Source: an optimization exercise on an open RTL-to-GDS flow (aim: small area and a short achievable clock period). Production flows keep margins and buffers that such runs may drop.
Only simulation tests tie the RTL to the original design; equivalence was not proved.
Power and IR drop assume default switching activity.

[design/flow/config.mk]
export PLATFORM = sky130hd
export DESIGN_NAME = block_quantiser
export DESIGN_NICKNAME = block_quantiser
export VERILOG_FILES = /design/flow/design.v
export SDC_FILE = /design/flow/constraint.sdc
export NUM_CORES = 8
export LEC_CHECK = 0
export ABC_AREA = 1
export CAP_MARGIN = 20
export CORE_MARGIN = 2
export CORE_UTILIZATION = 40
export PLACE_DENSITY = 0.6
export SLEW_MARGIN = 20
[design/flow/constraint.sdc]
create_clock -name core_clock -period 75.0 [get_ports {clk}]
set_input_delay 15.0000 -clock core_clock [delete_from_list [all_inputs] [get_ports {clk}]]
set_output_delay 15.0000 -clock core_clock [all_outputs]
set_load 0.01 [all_outputs]
[design/flow/design.v]
module block_quantiser (
    input  wire         clk,
    input  wire         rst,            
    input  wire         in_valid,
    input  wire [511:0] in_data,        
    input  wire [1:0]   in_fmt,         
    input  wire [2:0]   in_esc_shift,   
    input  wire [31:0]  in_outlier,     
    input  wire         in_blight,
    output reg          out_valid,
    output reg  [15:0]  out_scale,      
    output reg  [255:0] out_codes,      
    output reg  [1:0]   out_esc_count,
    output reg  [4:0]   out_esc0_pos,
    output reg  [15:0]  out_esc0_val,
    output reg  [4:0]   out_esc1_pos,
    output reg  [15:0]  out_esc1_val
);
    integer i, b;
    function [31:0] kbit(input [479:0] keys, input integer bb);
        integer k;
        begin
            for (k = 0; k < 32; k = k + 1) kbit[k] = keys[15*k + bb];
        end
    endfunction
    function [47:0] elim(input [31:0] al_in, input [479:0] keys,
                         input integer hb, input integer lb);
        reg [31:0] al, x1, x0;
        reg [15:0] v;
        reg d1, d0;
        integer bb;
        begin
            al = al_in;
            v  = 16'd0;
            for (bb = hb; bb > lb; bb = bb - 2) begin
                x1 = kbit(keys, bb);
                x0 = kbit(keys, bb - 1);
                d1 = |(al & x1);
                d0 = d1 ? |(al & x1 & x0) : |(al & x0);
                al = al & (x1 | {32{~d1}}) & (x0 | {32{~d0}});
                v  = {v[13:0], d1, d0};
            end
            if (((hb - lb) % 2) == 0) begin
                x1 = kbit(keys, lb);
                d1 = |(al & x1);
                al = al & (x1 | {32{~d1}});
                v  = {v[14:0], d1};
            end
            elim = {v, al};
        end
    endfunction
    function ge15(input [14:0] a, input [14:0] b);
        integer k;
        reg r;
        begin
            r = 1'b1;
            for (k = 0; k < 15; k = k + 1)
                r = (a[k] & ~b[k]) | (~(~a[k] & b[k]) & r);
            ge15 = r;
        end
    endfunction
    function [5:0] dstep(input [5:0] h, input [4:0] dv);
        integer k;
        reg [5:0] bw;
        reg [4:0] df;
        reg g;
        begin
            bw[0] = 1'b0;
            for (k = 0; k < 5; k = k + 1) begin
                df[k]   = h[k] ^ dv[k] ^ bw[k];
                bw[k+1] = (~h[k] & dv[k]) | (~h[k] & bw[k]) | (dv[k] & bw[k]);
            end
            g = h[5] | ~bw[5];
            dstep = {g, g ? df : h[4:0]};
        end
    endfunction
    function automatic [1:0] cnt2_r(input [31:0] v, input integer lo, input integer n);
        reg [1:0] x, y;
        begin
            if (n == 1) cnt2_r = {1'b0, v[lo]};
            else begin
                x = cnt2_r(v, lo, n / 2);
                y = cnt2_r(v, lo + n / 2, n - n / 2);
                cnt2_r = {x[1] | y[1] | (x[0] & y[0]), x[0] | y[0]};
            end
        end
    endfunction
    function [1:0] cnt2(input [31:0] v);
        cnt2 = cnt2_r(v, 0, 32);
    endfunction
    function automatic [2:0] cnt4_r(input [31:0] v, input integer lo, input integer n);
        reg [2:0] x, y;
        reg [3:0] z;
        begin
            if (n == 1) cnt4_r = {2'b00, v[lo]};
            else begin
                x = cnt4_r(v, lo, n / 2);
                y = cnt4_r(v, lo + n / 2, n - n / 2);
                z = {1'b0, x} + {1'b0, y};
                cnt4_r = (z > 4'd4) ? 3'd4 : z[2:0];
            end
        end
    endfunction
    function [2:0] cnt4(input [31:0] v);
        cnt4 = cnt4_r(v, 0, 32);
    endfunction
    function [4:0] enc32(input [31:0] v);
        integer k;
        reg [4:0] p;
        begin
            p = 5'd0;
            for (k = 0; k < 32; k = k + 1)
                if (v[k]) p = p | k[4:0];
            enc32 = p;
        end
    endfunction
    function automatic [32:0] first1_r(input [31:0] v, input integer lo, input integer n);
        reg [32:0] x, y;
        begin
            first1_r = 33'd0;
            if (n == 1) first1_r = {v[lo], 31'd0, v[lo]};
            else begin
                x = first1_r(v, lo, n / 2);
                y = first1_r(v, lo + n / 2, n - n / 2);
                first1_r[32] = x[32] | y[32];
                first1_r[31:0] = x[31:0] | ((x[32] ? 32'd0 : y[31:0]) << (n / 2));
            end
        end
    endfunction
    function [31:0] first1(input [31:0] v);
        reg [32:0] f;
        begin
            f = first1_r(v, 0, 32);
            first1 = f[31:0];
        end
    endfunction
    function exceeds(input [14:0] big, input [14:0] nxt, input [2:0] sh);
        reg [8:0] ne;
        begin
            ne = {1'b0, nxt[14:7]} + {5'd0, sh} + 9'd1;
            if (nxt[14:7] == 8'd0)
                exceeds = (big[14:7] != 8'd0);
            else
                exceeds = ({1'b0, big} > {ne, nxt[6:0]});
        end
    endfunction
    function [7:0] bq_dm(input [8:0] idx);
        begin
            case (idx)
            9'd0: bq_dm = 8'h53;
            9'd1: bq_dm = 8'h53;
            9'd2: bq_dm = 8'h53;
            9'd3: bq_dm = 8'h53;
            9'd4: bq_dm = 8'h53;
            9'd5: bq_dm = 8'h53;
            9'd6: bq_dm = 8'h54;
            9'd7: bq_dm = 8'h54;
            9'd8: bq_dm = 8'h54;
            9'd9: bq_dm = 8'h54;
            9'd10: bq_dm = 8'h54;
            9'd11: bq_dm = 8'h54;
            9'd12: bq_dm = 8'h54;
            9'd13: bq_dm = 8'h55;
            9'd14: bq_dm = 8'h55;
            9'd15: bq_dm = 8'h55;
            9'd16: bq_dm = 8'h55;
            9'd17: bq_dm = 8'h55;
            9'd18: bq_dm = 8'h55;
            9'd19: bq_dm = 8'h55;
            9'd20: bq_dm = 8'h56;
            9'd21: bq_dm = 8'h56;
            9'd22: bq_dm = 8'h56;
            9'd23: bq_dm = 8'h56;
            9'd24: bq_dm = 8'h56;
            9'd25: bq_dm = 8'h56;
            9'd26: bq_dm = 8'h56;
            9'd27: bq_dm = 8'h57;
            9'd28: bq_dm = 8'h57;
            9'd29: bq_dm = 8'h57;
            9'd30: bq_dm = 8'h57;
            9'd31: bq_dm = 8'h57;
            9'd32: bq_dm = 8'h57;
            9'd33: bq_dm = 8'h57;
            9'd34: bq_dm = 8'h58;
            9'd35: bq_dm = 8'h58;
            9'd36: bq_dm = 8'h58;
            9'd37: bq_dm = 8'h58;
            9'd38: bq_dm = 8'h58;
            9'd39: bq_dm = 8'h58;
            9'd40: bq_dm = 8'h58;
            9'd41: bq_dm = 8'h59;
            9'd42: bq_dm = 8'h59;
            9'd43: bq_dm = 8'h59;
            9'd44: bq_dm = 8'h59;
            9'd45: bq_dm = 8'h59;
            9'd46: bq_dm = 8'h59;
            9'd47: bq_dm = 8'h59;
            9'd48: bq_dm = 8'h5a;
            9'd49: bq_dm = 8'h5a;
            9'd50: bq_dm = 8'h5a;
            9'd51: bq_dm = 8'h5a;
            9'd52: bq_dm = 8'h5a;
            9'd53: bq_dm = 8'h5a;
            9'd54: bq_dm = 8'h5a;
            9'd55: bq_dm = 8'h5b;
            9'd56: bq_dm = 8'h5b;
            9'd57: bq_dm = 8'h5b;
            9'd58: bq_dm = 8'h5b;
            9'd59: bq_dm = 8'h5b;
            9'd60: bq_dm = 8'h5b;
            9'd61: bq_dm = 8'h5b;
            9'd62: bq_dm = 8'h5c;
            9'd63: bq_dm = 8'h5c;
            9'd64: bq_dm = 8'h5c;
            9'd65: bq_dm = 8'h5c;
            9'd66: bq_dm = 8'h5c;
            9'd67: bq_dm = 8'h5c;
            9'd68: bq_dm = 8'h5c;
            9'd69: bq_dm = 8'h5d;
            9'd70: bq_dm = 8'h5d;
            9'd71: bq_dm = 8'h5d;
            9'd72: bq_dm = 8'h5d;
            9'd73: bq_dm = 8'h5d;
            9'd74: bq_dm = 8'h5d;
            9'd75: bq_dm = 8'h5d;
            9'd76: bq_dm = 8'h5e;
            9'd77: bq_dm = 8'h5e;
            9'd78: bq_dm = 8'h5e;
            9'd79: bq_dm = 8'h5e;
            9'd80: bq_dm = 8'h5e;
            9'd81: bq_dm = 8'h5e;
            9'd82: bq_dm = 8'h5e;
            9'd83: bq_dm = 8'h5f;
            9'd84: bq_dm = 8'h5f;
            9'd85: bq_dm = 8'h5f;
            9'd86: bq_dm = 8'h5f;
            9'd87: bq_dm = 8'h5f;
            9'd88: bq_dm = 8'h5f;
            9'd89: bq_dm = 8'h5f;
            9'd90: bq_dm = 8'h60;
            9'd91: bq_dm = 8'h60;
            9'd92: bq_dm = 8'h60;
            9'd93: bq_dm = 8'h60;
            9'd94: bq_dm = 8'h60;
            9'd95: bq_dm = 8'h60;
            9'd96: bq_dm = 8'h60;
            9'd97: bq_dm = 8'h61;
            9'd98: bq_dm = 8'h61;
            9'd99: bq_dm = 8'h61;
            9'd100: bq_dm = 8'h61;
            9'd101: bq_dm = 8'h61;
            9'd102: bq_dm = 8'h61;
            9'd103: bq_dm = 8'h61;
            9'd104: bq_dm = 8'h61;
            9'd105: bq_dm = 8'h61;
            9'd106: bq_dm = 8'h61;
            9'd107: bq_dm = 8'h61;
            9'd108: bq_dm = 8'h61;
            9'd109: bq_dm = 8'h61;
            9'd110: bq_dm = 8'h61;
            9'd111: bq_dm = 8'h62;
            9'd112: bq_dm = 8'h62;
            9'd113: bq_dm = 8'h62;
            9'd114: bq_dm = 8'h62;
            9'd115: bq_dm = 8'h62;
            9'd116: bq_dm = 8'h62;
            9'd117: bq_dm = 8'h62;
            9'd118: bq_dm = 8'h62;
            9'd119: bq_dm = 8'h62;
            9'd120: bq_dm = 8'h62;
            9'd121: bq_dm = 8'h62;
            9'd122: bq_dm = 8'h62;
            9'd123: bq_dm = 8'h62;
            9'd124: bq_dm = 8'h62;
            9'd125: bq_dm = 8'h63;
            9'd126: bq_dm = 8'h63;
            9'd127: bq_dm = 8'h63;
            9'd128: bq_dm = 8'h66;
            9'd129: bq_dm = 8'h66;
            9'd130: bq_dm = 8'h66;
            9'd131: bq_dm = 8'h66;
            9'd132: bq_dm = 8'h66;
            9'd133: bq_dm = 8'h67;
            9'd134: bq_dm = 8'h67;
            9'd135: bq_dm = 8'h67;
            9'd136: bq_dm = 8'h67;
            9'd137: bq_dm = 8'h67;
            9'd138: bq_dm = 8'h67;
            9'd139: bq_dm = 8'h68;
            9'd140: bq_dm = 8'h68;
            9'd141: bq_dm = 8'h68;
            9'd142: bq_dm = 8'h68;
            9'd143: bq_dm = 8'h68;
            9'd144: bq_dm = 8'h68;
            9'd145: bq_dm = 8'h69;
            9'd146: bq_dm = 8'h69;
            9'd147: bq_dm = 8'h69;
            9'd148: bq_dm = 8'h69;
            9'd149: bq_dm = 8'h69;
            9'd150: bq_dm = 8'h69;
            9'd151: bq_dm = 8'h6a;
            9'd152: bq_dm = 8'h6a;
            9'd153: bq_dm = 8'h6a;
            9'd154: bq_dm = 8'h6a;
            9'd155: bq_dm = 8'h6a;
            9'd156: bq_dm = 8'h6a;
            9'd157: bq_dm = 8'h6b;
            9'd158: bq_dm = 8'h6b;
            9'd159: bq_dm = 8'h6b;
            9'd160: bq_dm = 8'h6b;
            9'd161: bq_dm = 8'h6b;
            9'd162: bq_dm = 8'h6b;
            9'd163: bq_dm = 8'h6c;
            9'd164: bq_dm = 8'h6c;
            9'd165: bq_dm = 8'h6c;
            9'd166: bq_dm = 8'h6c;
            9'd167: bq_dm = 8'h6c;
            9'd168: bq_dm = 8'h6c;
            9'd169: bq_dm = 8'h6d;
            9'd170: bq_dm = 8'h6d;
            9'd171: bq_dm = 8'h6d;
            9'd172: bq_dm = 8'h6d;
            9'd173: bq_dm = 8'h6d;
            9'd174: bq_dm = 8'h6d;
            9'd175: bq_dm = 8'h6e;
            9'd176: bq_dm = 8'h6e;
            9'd177: bq_dm = 8'h6e;
            9'd178: bq_dm = 8'h6e;
            9'd179: bq_dm = 8'h6e;
            9'd180: bq_dm = 8'h6e;
            9'd181: bq_dm = 8'h6f;
            9'd182: bq_dm = 8'h6f;
            9'd183: bq_dm = 8'h6f;
            9'd184: bq_dm = 8'h6f;
            9'd185: bq_dm = 8'h6f;
            9'd186: bq_dm = 8'h6f;
            9'd187: bq_dm = 8'h70;
            9'd188: bq_dm = 8'h70;
            9'd189: bq_dm = 8'h70;
            9'd190: bq_dm = 8'h70;
            9'd191: bq_dm = 8'h70;
            9'd192: bq_dm = 8'h70;
            9'd193: bq_dm = 8'h71;
            9'd194: bq_dm = 8'h71;
            9'd195: bq_dm = 8'h71;
            9'd196: bq_dm = 8'h71;
            9'd197: bq_dm = 8'h71;
            9'd198: bq_dm = 8'h71;
            9'd199: bq_dm = 8'h71;
            9'd200: bq_dm = 8'h71;
            9'd201: bq_dm = 8'h71;
            9'd202: bq_dm = 8'h71;
            9'd203: bq_dm = 8'h71;
            9'd204: bq_dm = 8'h71;
            9'd205: bq_dm = 8'h72;
            9'd206: bq_dm = 8'h72;
            9'd207: bq_dm = 8'h72;
            9'd208: bq_dm = 8'h72;
            9'd209: bq_dm = 8'h72;
            9'd210: bq_dm = 8'h72;
            9'd211: bq_dm = 8'h72;
            9'd212: bq_dm = 8'h72;
            9'd213: bq_dm = 8'h72;
            9'd214: bq_dm = 8'h72;
            9'd215: bq_dm = 8'h72;
            9'd216: bq_dm = 8'h72;
            9'd217: bq_dm = 8'h73;
            9'd218: bq_dm = 8'h73;
            9'd219: bq_dm = 8'h73;
            9'd220: bq_dm = 8'h73;
            9'd221: bq_dm = 8'h73;
            9'd222: bq_dm = 8'h73;
            9'd223: bq_dm = 8'h73;
            9'd224: bq_dm = 8'h73;
            9'd225: bq_dm = 8'h73;
            9'd226: bq_dm = 8'h73;
            9'd227: bq_dm = 8'h73;
            9'd228: bq_dm = 8'h73;
            9'd229: bq_dm = 8'h74;
            9'd230: bq_dm = 8'h74;
            9'd231: bq_dm = 8'h74;
            9'd232: bq_dm = 8'h74;
            9'd233: bq_dm = 8'h74;
            9'd234: bq_dm = 8'h74;
            9'd235: bq_dm = 8'h74;
            9'd236: bq_dm = 8'h74;
            9'd237: bq_dm = 8'h74;
            9'd238: bq_dm = 8'h74;
            9'd239: bq_dm = 8'h74;
            9'd240: bq_dm = 8'h74;
            9'd241: bq_dm = 8'h75;
            9'd242: bq_dm = 8'h75;
            9'd243: bq_dm = 8'h75;
            9'd244: bq_dm = 8'h75;
            9'd245: bq_dm = 8'h75;
            9'd246: bq_dm = 8'h75;
            9'd247: bq_dm = 8'h75;
            9'd248: bq_dm = 8'h75;
            9'd249: bq_dm = 8'h75;
            9'd250: bq_dm = 8'h75;
            9'd251: bq_dm = 8'h75;
            9'd252: bq_dm = 8'h75;
            9'd253: bq_dm = 8'h76;
            9'd254: bq_dm = 8'h76;
            9'd255: bq_dm = 8'h76;
            9'd256: bq_dm = 8'h80;
            9'd257: bq_dm = 8'h81;
            9'd258: bq_dm = 8'h81;
            9'd259: bq_dm = 8'h81;
            9'd260: bq_dm = 8'h81;
            9'd261: bq_dm = 8'h81;
            9'd262: bq_dm = 8'h81;
            9'd263: bq_dm = 8'h81;
            9'd264: bq_dm = 8'h81;
            9'd265: bq_dm = 8'h82;
            9'd266: bq_dm = 8'h82;
            9'd267: bq_dm = 8'h82;
            9'd268: bq_dm = 8'h82;
            9'd269: bq_dm = 8'h82;
            9'd270: bq_dm = 8'h82;
            9'd271: bq_dm = 8'h82;
            9'd272: bq_dm = 8'h82;
            9'd273: bq_dm = 8'h83;
            9'd274: bq_dm = 8'h83;
            9'd275: bq_dm = 8'h83;
            9'd276: bq_dm = 8'h83;
            9'd277: bq_dm = 8'h83;
            9'd278: bq_dm = 8'h83;
            9'd279: bq_dm = 8'h83;
            9'd280: bq_dm = 8'h83;
            9'd281: bq_dm = 8'h84;
            9'd282: bq_dm = 8'h84;
            9'd283: bq_dm = 8'h84;
            9'd284: bq_dm = 8'h84;
            9'd285: bq_dm = 8'h84;
            9'd286: bq_dm = 8'h84;
            9'd287: bq_dm = 8'h84;
            9'd288: bq_dm = 8'h84;
            9'd289: bq_dm = 8'h85;
            9'd290: bq_dm = 8'h85;
            9'd291: bq_dm = 8'h85;
            9'd292: bq_dm = 8'h85;
            9'd293: bq_dm = 8'h85;
            9'd294: bq_dm = 8'h85;
            9'd295: bq_dm = 8'h85;
            9'd296: bq_dm = 8'h85;
            9'd297: bq_dm = 8'h86;
            9'd298: bq_dm = 8'h86;
            9'd299: bq_dm = 8'h86;
            9'd300: bq_dm = 8'h86;
            9'd301: bq_dm = 8'h86;
            9'd302: bq_dm = 8'h86;
            9'd303: bq_dm = 8'h86;
            9'd304: bq_dm = 8'h86;
            9'd305: bq_dm = 8'h87;
            9'd306: bq_dm = 8'h87;
            9'd307: bq_dm = 8'h87;
            9'd308: bq_dm = 8'h87;
            9'd309: bq_dm = 8'h87;
            9'd310: bq_dm = 8'h87;
            9'd311: bq_dm = 8'h87;
            9'd312: bq_dm = 8'h87;
            9'd313: bq_dm = 8'h88;
            9'd314: bq_dm = 8'h88;
            9'd315: bq_dm = 8'h88;
            9'd316: bq_dm = 8'h88;
            9'd317: bq_dm = 8'h88;
            9'd318: bq_dm = 8'h88;
            9'd319: bq_dm = 8'h88;
            9'd320: bq_dm = 8'h88;
            9'd321: bq_dm = 8'h89;
            9'd322: bq_dm = 8'h89;
            9'd323: bq_dm = 8'h89;
            9'd324: bq_dm = 8'h89;
            9'd325: bq_dm = 8'h89;
            9'd326: bq_dm = 8'h89;
            9'd327: bq_dm = 8'h89;
            9'd328: bq_dm = 8'h89;
            9'd329: bq_dm = 8'h8a;
            9'd330: bq_dm = 8'h8a;
            9'd331: bq_dm = 8'h8a;
            9'd332: bq_dm = 8'h8a;
            9'd333: bq_dm = 8'h8a;
            9'd334: bq_dm = 8'h8a;
            9'd335: bq_dm = 8'h8a;
            9'd336: bq_dm = 8'h8a;
            9'd337: bq_dm = 8'h8b;
            9'd338: bq_dm = 8'h8b;
            9'd339: bq_dm = 8'h8b;
            9'd340: bq_dm = 8'h8b;
            9'd341: bq_dm = 8'h8b;
            9'd342: bq_dm = 8'h8b;
            9'd343: bq_dm = 8'h8b;
            9'd344: bq_dm = 8'h8b;
            9'd345: bq_dm = 8'h8c;
            9'd346: bq_dm = 8'h8c;
            9'd347: bq_dm = 8'h8c;
            9'd348: bq_dm = 8'h8c;
            9'd349: bq_dm = 8'h8c;
            9'd350: bq_dm = 8'h8c;
            9'd351: bq_dm = 8'h8c;
            9'd352: bq_dm = 8'h8c;
            9'd353: bq_dm = 8'h8d;
            9'd354: bq_dm = 8'h8d;
            9'd355: bq_dm = 8'h8d;
            9'd356: bq_dm = 8'h8d;
            9'd357: bq_dm = 8'h8d;
            9'd358: bq_dm = 8'h8d;
            9'd359: bq_dm = 8'h8d;
            9'd360: bq_dm = 8'h8d;
            9'd361: bq_dm = 8'h8e;
            9'd362: bq_dm = 8'h8e;
            9'd363: bq_dm = 8'h8e;
            9'd364: bq_dm = 8'h8e;
            9'd365: bq_dm = 8'h8e;
            9'd366: bq_dm = 8'h8e;
            9'd367: bq_dm = 8'h8e;
            9'd368: bq_dm = 8'h8e;
            9'd369: bq_dm = 8'h8f;
            9'd370: bq_dm = 8'h8f;
            9'd371: bq_dm = 8'h8f;
            9'd372: bq_dm = 8'h8f;
            9'd373: bq_dm = 8'h8f;
            9'd374: bq_dm = 8'h8f;
            9'd375: bq_dm = 8'h8f;
            9'd376: bq_dm = 8'h8f;
            9'd377: bq_dm = 8'h90;
            9'd378: bq_dm = 8'h90;
            9'd379: bq_dm = 8'h90;
            9'd380: bq_dm = 8'h90;
            9'd381: bq_dm = 8'h90;
            9'd382: bq_dm = 8'h90;
            9'd383: bq_dm = 8'h90;
            9'd384: bq_dm = 8'h11;
            9'd385: bq_dm = 8'h11;
            9'd386: bq_dm = 8'h11;
            9'd387: bq_dm = 8'h11;
            9'd388: bq_dm = 8'h11;
            9'd389: bq_dm = 8'h11;
            9'd390: bq_dm = 8'h11;
            9'd391: bq_dm = 8'h12;
            9'd392: bq_dm = 8'h12;
            9'd393: bq_dm = 8'h12;
            9'd394: bq_dm = 8'h12;
            9'd395: bq_dm = 8'h12;
            9'd396: bq_dm = 8'h12;
            9'd397: bq_dm = 8'h12;
            9'd398: bq_dm = 8'h12;
            9'd399: bq_dm = 8'h13;
            9'd400: bq_dm = 8'h13;
            9'd401: bq_dm = 8'h13;
            9'd402: bq_dm = 8'h13;
            9'd403: bq_dm = 8'h13;
            9'd404: bq_dm = 8'h13;
            9'd405: bq_dm = 8'h13;
            9'd406: bq_dm = 8'h13;
            9'd407: bq_dm = 8'h14;
            9'd408: bq_dm = 8'h14;
            9'd409: bq_dm = 8'h14;
            9'd410: bq_dm = 8'h14;
            9'd411: bq_dm = 8'h14;
            9'd412: bq_dm = 8'h14;
            9'd413: bq_dm = 8'h14;
            9'd414: bq_dm = 8'h14;
            9'd415: bq_dm = 8'h15;
            9'd416: bq_dm = 8'h15;
            9'd417: bq_dm = 8'h15;
            9'd418: bq_dm = 8'h15;
            9'd419: bq_dm = 8'h15;
            9'd420: bq_dm = 8'h15;
            9'd421: bq_dm = 8'h15;
            9'd422: bq_dm = 8'h15;
            9'd423: bq_dm = 8'h16;
            9'd424: bq_dm = 8'h16;
            9'd425: bq_dm = 8'h16;
            9'd426: bq_dm = 8'h16;
            9'd427: bq_dm = 8'h16;
            9'd428: bq_dm = 8'h16;
            9'd429: bq_dm = 8'h16;
            9'd430: bq_dm = 8'h16;
            9'd431: bq_dm = 8'h17;
            9'd432: bq_dm = 8'h17;
            9'd433: bq_dm = 8'h17;
            9'd434: bq_dm = 8'h17;
            9'd435: bq_dm = 8'h17;
            9'd436: bq_dm = 8'h17;
            9'd437: bq_dm = 8'h17;
            9'd438: bq_dm = 8'h17;
            9'd439: bq_dm = 8'h18;
            9'd440: bq_dm = 8'h18;
            9'd441: bq_dm = 8'h18;
            9'd442: bq_dm = 8'h18;
            9'd443: bq_dm = 8'h18;
            9'd444: bq_dm = 8'h18;
            9'd445: bq_dm = 8'h18;
            9'd446: bq_dm = 8'h18;
            9'd447: bq_dm = 8'h19;
            9'd448: bq_dm = 8'h19;
            9'd449: bq_dm = 8'h19;
            9'd450: bq_dm = 8'h19;
            9'd451: bq_dm = 8'h19;
            9'd452: bq_dm = 8'h19;
            9'd453: bq_dm = 8'h19;
            9'd454: bq_dm = 8'h19;
            9'd455: bq_dm = 8'h1a;
            9'd456: bq_dm = 8'h1a;
            9'd457: bq_dm = 8'h1a;
            9'd458: bq_dm = 8'h1a;
            9'd459: bq_dm = 8'h1a;
            9'd460: bq_dm = 8'h1a;
            9'd461: bq_dm = 8'h1a;
            9'd462: bq_dm = 8'h1a;
            9'd463: bq_dm = 8'h1b;
            9'd464: bq_dm = 8'h1b;
            9'd465: bq_dm = 8'h1b;
            9'd466: bq_dm = 8'h1b;
            9'd467: bq_dm = 8'h1b;
            9'd468: bq_dm = 8'h1b;
            9'd469: bq_dm = 8'h1b;
            9'd470: bq_dm = 8'h1b;
            9'd471: bq_dm = 8'h1c;
            9'd472: bq_dm = 8'h1c;
            9'd473: bq_dm = 8'h1c;
            9'd474: bq_dm = 8'h1c;
            9'd475: bq_dm = 8'h1c;
            9'd476: bq_dm = 8'h1c;
            9'd477: bq_dm = 8'h1c;
            9'd478: bq_dm = 8'h1c;
            9'd479: bq_dm = 8'h1d;
            9'd480: bq_dm = 8'h1d;
            9'd481: bq_dm = 8'h1d;
            9'd482: bq_dm = 8'h1d;
            9'd483: bq_dm = 8'h1d;
            9'd484: bq_dm = 8'h1d;
            9'd485: bq_dm = 8'h1d;
            9'd486: bq_dm = 8'h1d;
            9'd487: bq_dm = 8'h1e;
            9'd488: bq_dm = 8'h1e;
            9'd489: bq_dm = 8'h1e;
            9'd490: bq_dm = 8'h1e;
            9'd491: bq_dm = 8'h1e;
            9'd492: bq_dm = 8'h1e;
            9'd493: bq_dm = 8'h1e;
            9'd494: bq_dm = 8'h1e;
            9'd495: bq_dm = 8'h1f;
            9'd496: bq_dm = 8'h1f;
            9'd497: bq_dm = 8'h1f;
            9'd498: bq_dm = 8'h1f;
            9'd499: bq_dm = 8'h1f;
            9'd500: bq_dm = 8'h1f;
            9'd501: bq_dm = 8'h1f;
            9'd502: bq_dm = 8'h1f;
            9'd503: bq_dm = 8'h20;
            9'd504: bq_dm = 8'h20;
            9'd505: bq_dm = 8'h20;
            9'd506: bq_dm = 8'h20;
            9'd507: bq_dm = 8'h20;
            9'd508: bq_dm = 8'h20;
            9'd509: bq_dm = 8'h20;
            9'd510: bq_dm = 8'h20;
            9'd511: bq_dm = 8'h21;
            default: bq_dm = 8'h00;
            endcase
        end
    endfunction
    function [479:0] keys_of(input [511:0] d);
        integer k;
        begin
            for (k = 0; k < 32; k = k + 1) keys_of[15*k +: 15] = d[16*k +: 15];
        end
    endfunction
    function [31:0] signs_of(input [511:0] d);
        integer k;
        begin
            for (k = 0; k < 32; k = k + 1) signs_of[k] = d[16*k + 15];
        end
    endfunction
    function [31:0] exp_ff(input [511:0] d);
        integer k;
        begin
            for (k = 0; k < 32; k = k + 1) exp_ff[k] = (d[16*k+14 -: 8] == 8'hFF);
        end
    endfunction
    function [31:0] exp_nz(input [511:0] d);
        integer k;
        begin
            for (k = 0; k < 32; k = k + 1) exp_nz[k] = (d[16*k+14 -: 8] != 8'h00);
        end
    endfunction
    function [15:0] nfval(input [31:0] sel, input [511:0] d);
        integer k;
        reg s, n;
        begin
            s = 1'b0;
            n = 1'b0;
            for (k = 0; k < 32; k = k + 1) begin
                s = s | (sel[k] & d[16*k+15]);
                n = n | (sel[k] & (d[16*k +: 7] != 7'd0));
            end
            nfval = n ? 16'h7FC0 : {s, 15'h7F80};
        end
    endfunction
    reg         r0_valid;
    reg [511:0] r0_data;
    reg [1:0]   r0_fmt;
    reg [2:0]   r0_shift;
    reg [31:0]  r0_outlier;
    reg         r0_blight;
    always @(posedge clk) begin
        if (rst) r0_valid <= 1'b0;
        else     r0_valid <= in_valid;
        r0_data    <= in_data;
        r0_fmt     <= in_fmt;
        r0_shift   <= in_esc_shift;
        r0_outlier <= in_outlier;
        r0_blight  <= in_blight;
    end
    wire [479:0] s1_key = keys_of(r0_data);
    wire [31:0]  s1_ff  = exp_ff(r0_data);
    wire [31:0]  s1_nf  = ~r0_outlier & s1_ff;
    wire [31:0]  s1_ok  = ~r0_outlier & ~s1_ff & exp_nz(r0_data);
    wire [2:0]   s1_nfc = cnt4(s1_nf);                   
    wire [2:0]   s1_cc  = cnt4(~r0_outlier & ~s1_ff);    
    wire [47:0]  s1_e0  = elim(s1_ok, s1_key, 14, 7);
    wire [31:0]  s1_L0  = s1_e0[31:0];
    wire [47:0]  s1_f0  = elim(s1_L0, s1_key, 6, 0);
    wire [47:0]  s1_e1  = elim(s1_ok & ~s1_L0, s1_key, 14, 7);
    reg         r2_valid;
    reg [511:0] r2_data;
    reg [31:0]  r2_ok, r2_nf;
    reg [2:0]   r2_nfc, r2_cc;
    reg [14:0]  r2_t0;
    reg [31:0]  r2_L0, r2_L1;
    reg [7:0]   r2_E1;
    reg [1:0]   r2_fmt;
    reg [2:0]   r2_shift;
    reg         r2_blight;
    always @(posedge clk) begin
        if (rst) r2_valid <= 1'b0;
        else     r2_valid <= r0_valid;
        r2_data   <= r0_data;
        r2_ok     <= s1_ok;
        r2_nf     <= s1_nf;
        r2_nfc    <= s1_nfc;
        r2_cc     <= s1_cc;
        r2_t0     <= {s1_e0[39:32], s1_f0[38:32]};
        r2_L0     <= s1_L0;
        r2_L1     <= s1_e1[31:0];
        r2_E1     <= s1_e1[39:32];
        r2_fmt    <= r0_fmt;
        r2_shift  <= r0_shift;
        r2_blight <= r0_blight;
    end
    wire [479:0] s3_key = keys_of(r2_data);
    wire [47:0]  s3_f1  = elim(r2_L1, s3_key, 6, 0);
    wire [14:0]  r2_t1  = {r2_E1, s3_f1[38:32]};
    wire [47:0]  s3_e2  = elim(r2_ok & ~r2_L0 & ~r2_L1, s3_key, 14, 7);
    wire [31:0]  r2_L2  = s3_e2[31:0];
    wire [7:0]   r2_E2  = s3_e2[39:32];
    wire [47:0]  s3_f2  = elim(r2_L2, s3_key, 6, 0);
    wire [14:0]  s3_t2  = {r2_E2, s3_f2[38:32]};
    wire [31:0]  s3_ok3 = r2_ok & ~r2_L0 & ~r2_L1 & ~r2_L2;
    reg  [8:0]  s3_thr_e;
    reg         s3_low;
    reg  [31:0] s3_reach;
    always @* begin
        s3_thr_e = {1'b0, r2_E2} - {6'd0, r2_shift} - 9'd1;      
        s3_low   = s3_thr_e[8] || s3_thr_e == 9'd0;             
        for (i = 0; i < 32; i = i + 1)
            s3_reach[i] = s3_ok3[i] && (s3_low || ge15(s3_key[15*i +: 15], {s3_thr_e[7:0], s3_t2[6:0]}));
    end
    wire [1:0] s3_n0 = cnt2(r2_L0);
    wire [1:0] s3_n1 = cnt2(r2_L1);
    wire [1:0] s3_n2 = cnt2(r2_L2);
    wire s3_e01 = (r2_cc >= 3'd2) && s3_n0[0] && !s3_n0[1] && exceeds(r2_t0, r2_t1, r2_shift);
    wire s3_e12 = (r2_cc >= 3'd3) && s3_n1[0] && !s3_n1[1] && exceeds(r2_t1, s3_t2, r2_shift);
    wire s3_e23 = (r2_cc >= 3'd4) && s3_n2[0] && !s3_n2[1] && !(|s3_reach);
    wire s3_nonfinite = (r2_nfc >= 3'd3);
    wire s3_add0 = s3_e01 && (r2_nfc <= 3'd1);
    wire s3_add1 = s3_add0 && s3_e12 && (r2_nfc == 3'd0);
    wire s3_promote = (s3_e01 && r2_nfc == 3'd2) ||
                      (s3_add0 && s3_e12 && r2_nfc == 3'd1) ||
                      (s3_add1 && s3_e23);
    wire s3_x0 = s3_add0 && !s3_promote;            
    wire s3_x1 = s3_add1 && !s3_promote;            
    wire [14:0] s3_amax = s3_x1 ? s3_t2 : (s3_x0 ? r2_t1 : r2_t0);
    wire [1:0]  s3_fmt  = s3_promote ? 2'd3 : r2_fmt;
    wire [31:0] s3_esc  = r2_nf | (s3_x0 ? r2_L0 : 32'd0) | (s3_x1 ? r2_L1 : 32'd0);
    wire [31:0] s3_nfa  = first1(r2_nf);
    wire [31:0] s3_nfb  = first1(r2_nf & ~s3_nfa);
    wire [4:0]  s3_pnfa = enc32(s3_nfa);
    wire [4:0]  s3_pnfb = enc32(s3_nfb);
    wire [4:0]  s3_p0   = enc32(r2_L0);
    wire [4:0]  s3_p1   = enc32(r2_L1);
    wire [15:0] s3_vnfa = nfval(s3_nfa, r2_data);
    wire [15:0] s3_vnfb = nfval(s3_nfb, r2_data);
    wire [15:0] s3_v0   = {|(r2_L0 & signs_of(r2_data)), r2_t0};
    wire [15:0] s3_v1   = {|(r2_L1 & signs_of(r2_data)), r2_t1};
    reg [1:0]  s3_cnt;
    reg [4:0]  s3_pa, s3_pb;
    reg [15:0] s3_va, s3_vb;
    always @* begin
        s3_cnt = s3_nonfinite ? 2'd0 : (s3_x1 ? 2'd2 : (r2_nfc[1:0] + {1'b0, s3_x0}));
        if (s3_x1) begin
            if (s3_p1 < s3_p0) begin
                s3_pa = s3_p1; s3_va = s3_v1; s3_pb = s3_p0; s3_vb = s3_v0;
            end else begin
                s3_pa = s3_p0; s3_va = s3_v0; s3_pb = s3_p1; s3_vb = s3_v1;
            end
        end else if (s3_x0 && r2_nfc == 3'd1) begin
            if (s3_p0 < s3_pnfa) begin
                s3_pa = s3_p0; s3_va = s3_v0; s3_pb = s3_pnfa; s3_vb = s3_vnfa;
            end else begin
                s3_pa = s3_pnfa; s3_va = s3_vnfa; s3_pb = s3_p0; s3_vb = s3_v0;
            end
        end else if (s3_x0) begin
            s3_pa = s3_p0; s3_va = s3_v0; s3_pb = s3_p0; s3_vb = s3_v0;
        end else begin
            s3_pa = s3_pnfa; s3_va = s3_vnfa; s3_pb = s3_pnfb; s3_vb = s3_vnfb;
        end
        if (s3_cnt < 2'd2) begin
            s3_pb = 5'd0; s3_vb = 16'd0;
        end
        if (s3_cnt == 2'd0) begin
            s3_pa = 5'd0; s3_va = 16'd0;
        end
    end
    reg         r3_valid;
    reg [511:0] r3_data;
    reg [31:0]  r3_ok;
    reg [31:0]  r3_esc;
    reg [14:0]  r3_amax;
    reg [1:0]   r3_fmt;
    reg         r3_nonfinite;
    reg         r3_promote;
    reg         r3_blight;
    reg [1:0]   r3_cnt;
    reg [4:0]   r3_p0, r3_p1;
    reg [15:0]  r3_v0, r3_v1;
    always @(posedge clk) begin
        if (rst) r3_valid <= 1'b0;
        else     r3_valid <= r2_valid;
        r3_data      <= r2_data;
        r3_ok        <= r2_ok & ~s3_esc;
        r3_esc       <= s3_esc;
        r3_amax      <= s3_amax;
        r3_fmt       <= s3_fmt;
        r3_nonfinite <= s3_nonfinite;
        r3_promote   <= s3_promote;
        r3_blight    <= r2_blight;
        r3_cnt       <= s3_cnt;
        r3_p0        <= s3_pa;
        r3_v0        <= s3_va;
        r3_p1        <= s3_pb;
        r3_v1        <= s3_vb;
    end
    localparam integer CSTEPS = 2;
    wire [7:0] s4_dm = bq_dm({r3_fmt, r3_amax[6:0]});
    reg  [9:0] s4_en;
    reg  [7:0] s4_e;
    reg  [3:0] s4_m;
    always @* begin
        s4_en = {2'b00, r3_amax[14:7]} + {6'd0, s4_dm[7:4]} - 10'd8;
        if (r3_amax[14:7] == 8'd0) begin
            s4_e = 8'd0;   s4_m = 4'd0;
        end else if (s4_en[9] || s4_en == 10'd0) begin
            s4_e = 8'd1;   s4_m = 4'd0;
        end else if (s4_en > 10'd254) begin
            s4_e = 8'd254; s4_m = 4'd15;
        end else begin
            s4_e = s4_en[7:0]; s4_m = s4_dm[3:0];
        end
    end
    wire [7:0] s4_em1 = s4_e - 8'd1;
    wire [3:0] s4_c4  = s4_e[3:0] + 4'd7;
    wire [4:0] s4_dv  = {1'b1, s4_m};
    reg [12:0] s4_r [0:31];
    reg [6:0]  s4_q [0:31];
    reg [12:0] r;
    reg [5:0]  st;
    reg [3:0]  u;
    reg        okq;
    always @* begin
        for (i = 0; i < 32; i = i + 1) begin
            okq = r3_ok[i] && ge15({r3_data[16*i+14 -: 8], 7'd0}, {s4_em1, 7'd0}) && (s4_e != 8'd0);
            u   = s4_c4 - r3_data[16*i+10 -: 4];
            r   = okq ? ({1'b1, r3_data[16*i +: 7], 5'd0} >> u) : 13'd0;
            s4_q[i] = 7'd0;
            for (b = 6; b > 6 - CSTEPS; b = b - 1) begin
                st = dstep(r[b+1 +: 6], s4_dv);
                s4_q[i][b] = st[5];
                r[b+1 +: 6] = {1'b0, st[4:0]};
            end
            s4_r[i] = r;
        end
    end
    reg         r4_valid;
    reg [12:0]  r4_r [0:31];
    reg [6:0]   r4_q [0:31];
    reg [31:0]  r4_sign;
    reg [31:0]  r4_esc;
    reg [7:0]   r4_e;
    reg [3:0]   r4_m;
    reg [1:0]   r4_fmt;
    reg         r4_nonfinite;
    reg         r4_promote;
    reg         r4_blight;
    reg [1:0]   r4_cnt;
    reg [4:0]   r4_p0, r4_p1;
    reg [15:0]  r4_v0, r4_v1;
    always @(posedge clk) begin
        if (rst) r4_valid <= 1'b0;
        else     r4_valid <= r3_valid;
        for (i = 0; i < 32; i = i + 1) begin
            r4_r[i] <= s4_r[i] & ((13'd1 << (13 - CSTEPS)) - 13'd1);
            r4_q[i] <= s4_q[i] & ~((7'd1 << (7 - CSTEPS)) - 7'd1);
        end
        r4_sign      <= signs_of(r3_data);
        r4_esc       <= r3_esc;
        r4_e         <= s4_e;
        r4_m         <= s4_m;
        r4_fmt       <= r3_fmt;
        r4_nonfinite <= r3_nonfinite;
        r4_promote   <= r3_promote;
        r4_blight    <= r3_blight;
        r4_cnt       <= r3_cnt;
        r4_p0        <= r3_p0;
        r4_v0        <= r3_v0;
        r4_p1        <= r3_p1;
        r4_v1        <= r3_v1;
    end
    wire [4:0] s5_dv = {1'b1, r4_m};
    reg [7:0]  code8 [0:31];
    reg [12:0] r5;
    reg [5:0]  st5;
    reg [6:0]  q;
    reg        rbit;
    always @* begin
        for (i = 0; i < 32; i = i + 1) begin
            r5 = r4_r[i];
            q = r4_q[i];
            for (b = 6 - CSTEPS; b >= 0; b = b - 1) begin
                st5 = dstep(r5[b+1 +: 6], s5_dv);
                q[b] = st5[5];
                r5[b+1 +: 6] = {1'b0, st5[4:0]};
            end
            st5  = dstep(r5[5:0], s5_dv);
            rbit = st5[5];
            if (r4_esc[i])
                code8[i] = 8'h80;
            else
                code8[i] = ({1'b0, q} ^ {8{r4_sign[i]}}) + {7'd0, r4_sign[i] ^ rbit};
        end
    end
    reg [255:0] codes;
    always @* begin
        codes = 256'd0;
        for (i = 0; i < 32; i = i + 1) begin
            case (r4_fmt)
                2'd0: codes[4*i +: 4] = {code8[i][7], code8[i][2:0]};
                2'd1: codes[3*i +: 3] = {code8[i][7], code8[i][1:0]};
                2'd2: codes[2*i +: 2] = {code8[i][7], code8[i][0]};
                default: codes[8*i +: 8] = code8[i];
            endcase
        end
    end
    always @(posedge clk) begin
        if (rst) out_valid <= 1'b0;
        else     out_valid <= r4_valid;
        if (r4_nonfinite) begin
            out_scale <= {8'hFF, 4'd0, 1'b0, 1'b0, r4_blight, 1'b0};
            out_codes <= 256'd0;
        end else begin
            out_scale <= {r4_e, r4_m, (r4_cnt != 2'd0), r4_promote, r4_blight, 1'b0};
            out_codes <= codes;
        end
        out_esc_count <= r4_cnt;
        out_esc0_pos  <= r4_p0;
        out_esc0_val  <= r4_v0;
        out_esc1_pos  <= r4_p1;
        out_esc1_val  <= r4_v1;
    end
endmodule
[design/flow/flow/run.sh]
#!/bin/bash
# Layout flow: the standard ORFS flow (standard.sh) with two changes:
#  - a setup slack margin for ORFS's timing repair (repair_timing in
#    floorplan, CTS and global route), so that repair works on the paths of
#    the design well inside the 75 ns clock period;
#  - port buffers (one buffer on every input and output port, as the standard
#    flow inserts them) of the smallest buffer cell.
# Gate cloning is skipped. All of make's output, including every tool's log,
# goes to flow_make.log here; ORFS keeps each step's log under orfs/logs.
set -uo pipefail
bash standard.sh SETUP_SLACK_MARGIN=58.5 SKIP_GATE_CLONING=1 \
    "BUFFER_PORTS_ARGS=-buffer_cell sky130_fd_sc_hd__buf_1" finish > flow_make.log 2>&1
[design/flow/standard.sh]
#!/bin/bash
# synth_recipe.tcl (not shown) runs the flow's synth.tcl, then flattens the netlist and writes it again
# the make line also repeats each setting of config.mk as NAME=value (left out here)
make -C /OpenROAD-flow-scripts/flow DESIGN_CONFIG=/design/flow/config.mk WORK_HOME=/design/flow/orfs CLKGATE_MAP_FILE= SYNTH_SCRIPT=/design/flow/synth_recipe.tcl "${@:-finish}"
==> results.txt <==
- The number of antenna violations at the first check in global routing is 303.
- The synthesized cell area is 0.172 mm².
- In this run, synthesis inferred 0 flip-flops with an integrated enable.
- The core outline area is 0.428 mm².
- After the last flow step, the layout net total stands at 27,453.
- The mean instance size in the synthesized netlist is 7.19 µm².
- The library cells used most frequently in the layout, excluding fill and tap cells, are sky130_fd_sc_hd__nand2_1, sky130_fd_sc_hd__inv_1, sky130_fd_sc_hd__dfxtp_1.
- For this run, design rule violations remaining after detail routing come to 0.
- The per-cell routed wire length is 39.7 µm.
- In this run the static leakage power is 98.9 nW.
- The kind of capture point of the worst setup path is a flip-flop.
- The TritonCTS clock tree is built.
- The max capacitance violation total is 1.
- For this design, the slowest cell found on the critical path is sky130_fd_sc_hd__nand4_1.
- The via count of the first global-routing pass is 176,747.
- The leading cell type in the layout, fill and taps excluded is sky130_fd_sc_hd__nand2_1.
- The simple-gate portion of the synthesized area is 26.9%.
- The clock drives 2,726 sinks.
- The finished cells cover 0.204 mm².
- STA puts the critical path data arrival time at 18.59 ns.
- The height of the die is 659 µm.
- The first global-routing pass estimated 1610 mm of wire.
- Clock-pin slew was measured on the worst setup and hold paths at 0.07 ns.
- The max-slew violation count came to 2.
- The flip-flop cell with the highest count after synthesis is sky130_fd_sc_hd__dfxtp_1.
- The most common cell type on the critical path is sky130_fd_sc_hd__nand2_1.
- The via count is 197,659.
- The cell area after placement is 0.184 mm².
- After global routing the overflow that remains totals 0.
- The count of placed standard cells including taps is 30,439.
- The adder-cell share of the synthesized area is 15.2%.
- The iteration-0 DRC count of the detailed router is 33,037.
- Entering global routing, the biggest net connects 112 pins.
- Global routing used 55.1% of the available tracks across all layers.
- The hold buffer count at cts is 0.
- The share of flip-flops with an asynchronous set or reset after synthesis is 0%.
- The worst pin sits at a relative slew slack of -13.1%.
- The die footprint is 0.435 mm².
- The post-route clock period utilization is 23.5%.
- The final count of hold timing violations is 0.
- The post-synthesis share of cell area spent on xor and xnor gates is 1.70%.
- The floorplan has 240 rows.
- Power comes to 12.2 mW.
- The final weighted congestion of routability-driven global placement is 1.25.
- The worst-case clock skew is 0.104 ns.
- STA classifies the critical path startpoint as a flip-flop.
- The maximum clock rate is 56.7 MHz.
- The number of nets in the synthesized netlist is 26,062.
- The count of warnings emitted by yosys is 6.
- The post-detailed-routing wire length is 1250 mm.
- The setup path with the least slack is of type flip-flop to flip-flop.
- The flip-flop and latch count after synthesis is 2,726.
- The internal reg-to-reg setup slack is 57.36 ns.
- The slew at the pin closest to its max-slew limit is 1.69 ns.
- The worst hold path terminates at out_esc0_val[6].
- Counting every instance in the synthesized netlist gives 23,907.
- The worst hold path cell count is 0.
- Setup violations remaining at the end of the flow were counted as 0.
- The maximum root-to-sink buffer count is 4.
- After synthesis, the largest family of logic cells by area is simple AND/OR/NAND/NOR gates.
- The clock buffer count from CTS is 313.
- For this run, the detailed router's first-pass iteration total came to 14.
- Summing the areas of all compound-gate instances in the mapped netlist gives 12.5% of the synthesized area.
- The count of cells in the finished layout, fillers not included, comes to 31,585.
- Power spread over the standard cell area amounts to 60.0 mW/mm².
- Of all nets on the critical path, the largest fanout is 34.
- The area growth from synthesis to final layout is 18.6%.
- STA puts the critical path data required time at 75.95 ns.
- IR analysis of the VDD net gives a maximum drop of 0.0627 mV.
- The capture instance of the worst register-to-register path is r2_L1[13].
- The worst path needs 17.64 ns of the cycle, external delays included.
- The H-tree was split into 5 levels.
- Clock latency on the worst-skew pair, taken at its later pin, is 1.05 ns.
- The layout cell share with drive strength beyond 1 is 10.4%.
- The checks that failed: capacitance limit, slew limit.
- The post-synthesis mux area share is 2.33%.
- Setup repair after global routing could not meet its margin everywhere.
- The run finished, with violations left.
- The number of different library cells used by synthesis comes to 74.
- Summed over all nets, the half-perimeter wirelength after detailed placement is 1030 mm.
- The number of nets with antenna violations after detailed routing is 0.
- The worst hold path begins at r4_v0[6].
- The post-route setup TNS is 0 ns.
- The count of cells along the worst register-to-register path is 83.
- The number of I/O port buffers is 868.
- The via count normalized by instance count is 6.26.
- The buffer cell driving the clock tree root is sky130_fd_sc_hd__clkbuf_16.
- The path class of the tightest hold or removal check is flip-flop to flip-flop.
- The width of the die is 659 µm.
- The post-synthesis sequential area ratio is 31.8%.
- The stage delay of the slowest cell on the critical path is 1.27 ns.
- The number of primary I/O pins is 870.
- The startpoint identified for the worst register-to-register timing path is r0_data[110].
- The initial standard-cell utilization of the core is 40.2%.
cell usage after synthesis (59+ instances only):
master | instances | area [µm²]
sky130_fd_sc_hd__nand2_1 | 5323 | 20000
sky130_fd_sc_hd__inv_1 | 3609 | 13500
sky130_fd_sc_hd__dfxtp_1 | 2726 | 54600
sky130_fd_sc_hd__nor2_1 | 2237 | 8400
sky130_fd_sc_hd__nand3_1 | 1763 | 8820
sky130_fd_sc_hd__o21ai_0 | 1319 | 6600
sky130_fd_sc_hd__a21oi_1 | 1144 | 5730
sky130_fd_sc_hd__ha_1 | 864 | 10800
sky130_fd_sc_hd__fa_1 | 738 | 14800
sky130_fd_sc_hd__nand4_1 | 603 | 3770
sky130_fd_sc_hd__o22ai_1 | 453 | 2830
sky130_fd_sc_hd__clkbuf_1 | 374 | 1400
sky130_fd_sc_hd__mux2i_1 | 361 | 3610
sky130_fd_sc_hd__xor2_1 | 281 | 2460
sky130_fd_sc_hd__nor4_1 | 244 | 1530
sky130_fd_sc_hd__nor3_1 | 183 | 916
sky130_fd_sc_hd__o211ai_1 | 157 | 1180
sky130_fd_sc_hd__or2_2 | 152 | 951
sky130_fd_sc_hd__o21ai_1 | 136 | 681
sky130_fd_sc_hd__a211oi_1 | 99 | 743
sky130_fd_sc_hd__a31oi_1 | 99 | 619
sky130_fd_sc_hd__buf_2 | 97 | 485
sky130_fd_sc_hd__nand3b_1 | 81 | 608
sky130_fd_sc_hd__o221ai_1 | 67 | 587
sky130_fd_sc_hd__a22oi_1 | 62 | 465
sky130_fd_sc_hd__buf_4 | 59 | 443
sequential cells by signal (all words and copies together), names as in the netlist, 64 cells and up:
register   cells
r4_r         352
out_codes    256
r3_data      512
r0_data      512
r4_q          64
r2_data      512
power breakdown:
part / internal (mW) / switching, mW / total [mW]
Clock: 0.973 / 0.732 / 1.71
Combinational: 2.37 / 6.32 / 8.69
Sequential: 1.62 / 0.209 / 1.83
Total: 4.96 / 7.26 / 12.2
kinds of logic (layout without fill, tap and decap cells):
family | count (synthesis) | in the layout
simple gates | 10765 | 10765
buf+inv | 4237 | 5887
compound gates | 3791 | 3791
flops | 2726 | 2726
fa+ha+maj | 1659 | 1659
mux | 395 | 395
xor+xnor | 333 | 333
other cells | 1 | 342
per-stage QoR:
stage                     hold slack [ns]  util [%]  worst slack [ns]
after detailed placement            0.312      43.1             50.32
after CTS                           0.322      46.5             58.48
final                               0.314      47.7             57.36
after global routing                0.324      47.5             57.50
after global placement              0.311      43.1             50.00
after floorplan                     0.310         -             59.52
critical path, delay by kind of cell, from the launching register on:
| family | cells | cell delay (ns) |
|---|---|---|
| and+or+nand+nor | 59 | 11.93 |
| AOI/OAI and AO/OA | 6 | 1.70 |
| buffers and inverters | 18 | 3.09 |
| DFF | 1 | 0.53 |
repair_timing:
action / 4_1_cts / 5_1_grt
cloned: 0 / 0
pin swaps: 36 / 65
setup buffers: 84 / 132
resized for setup: 852 / 589
setup endpoints to repair: 358 / 176
worst max path at each step:
stage	from	endpoint	slack, ns	cells after the start
after floorplan	r4_m[2]	out_codes[14]	59.52	64
after global placement	r2_L1[27]	r3_v0[11]	50.00	99
after detailed placement	r2_L1[26]	r3_v0[7]	50.32	99
after CTS	out_scale[9]	out_scale[9]	58.48	1
after global routing	r0_data[284]	r2_L1[2]	57.50	92
final	r0_data[110]	r2_L1[13]	57.36	83
final cells by class:
class,instances,area [µm²]
Sequential cell,2726,55000
Fill cell,42059,224000
Clock inverter,173,2600
Tap cell,5687,7120
Timing Repair Buffer,1646,11100
Multi-Input combinational cell,16944,105000
Antenna cell,341,853
Inverter,3667,13900
Clock buffer,401,8630
routing by layer:
| metal | vias to the layer above | global-route usage, % | wire (µm) |
|---|---|---|---|
| met5 | - | 0.931 | 1440 |
| met4 | 82 | 55.3 | 156000 |
| met3 | 5054 | 24.5 | 175000 |
| met2 | 16978 | 74.5 | 479000 |
| met1 | 93898 | 62.8 | 441000 |
| li1 | 81647 | - | - |

-- port drivers added, routing unchanged --
In the flow no input, the clock included, has a driving cell. The finished layout below was timed again as built, in two steps.
Step 1 (the two cells are an assumption about what drives the block):
set clk [get_ports {clk}]
set_driving_cell -lib_cell sky130_fd_sc_hd__clkbuf_16 $clk
set_driving_cell -lib_cell sky130_fd_sc_hd__buf_2 [delete_from_list [all_inputs] $clk]
Step 2 moves the port delays by t, midway between the first and last clock arrival at a register: inputs arrive t later, outputs are due t later. That takes back most of the time a late clock gives input paths.
Slacks: ideal ports / drivers / drivers and shift; pairs: ideal ports / drivers.
t (ns): 1.139
setup WS [ns]: 57.364 / 57.364 / 57.364
slew at the worst register clock pin (ns): 0.09 / 0.09
worst data-port slew with drivers (ns): 0.24
The setup slack of this run moves by 0.000 ns with the drivers and by 0.000 ns with both steps.
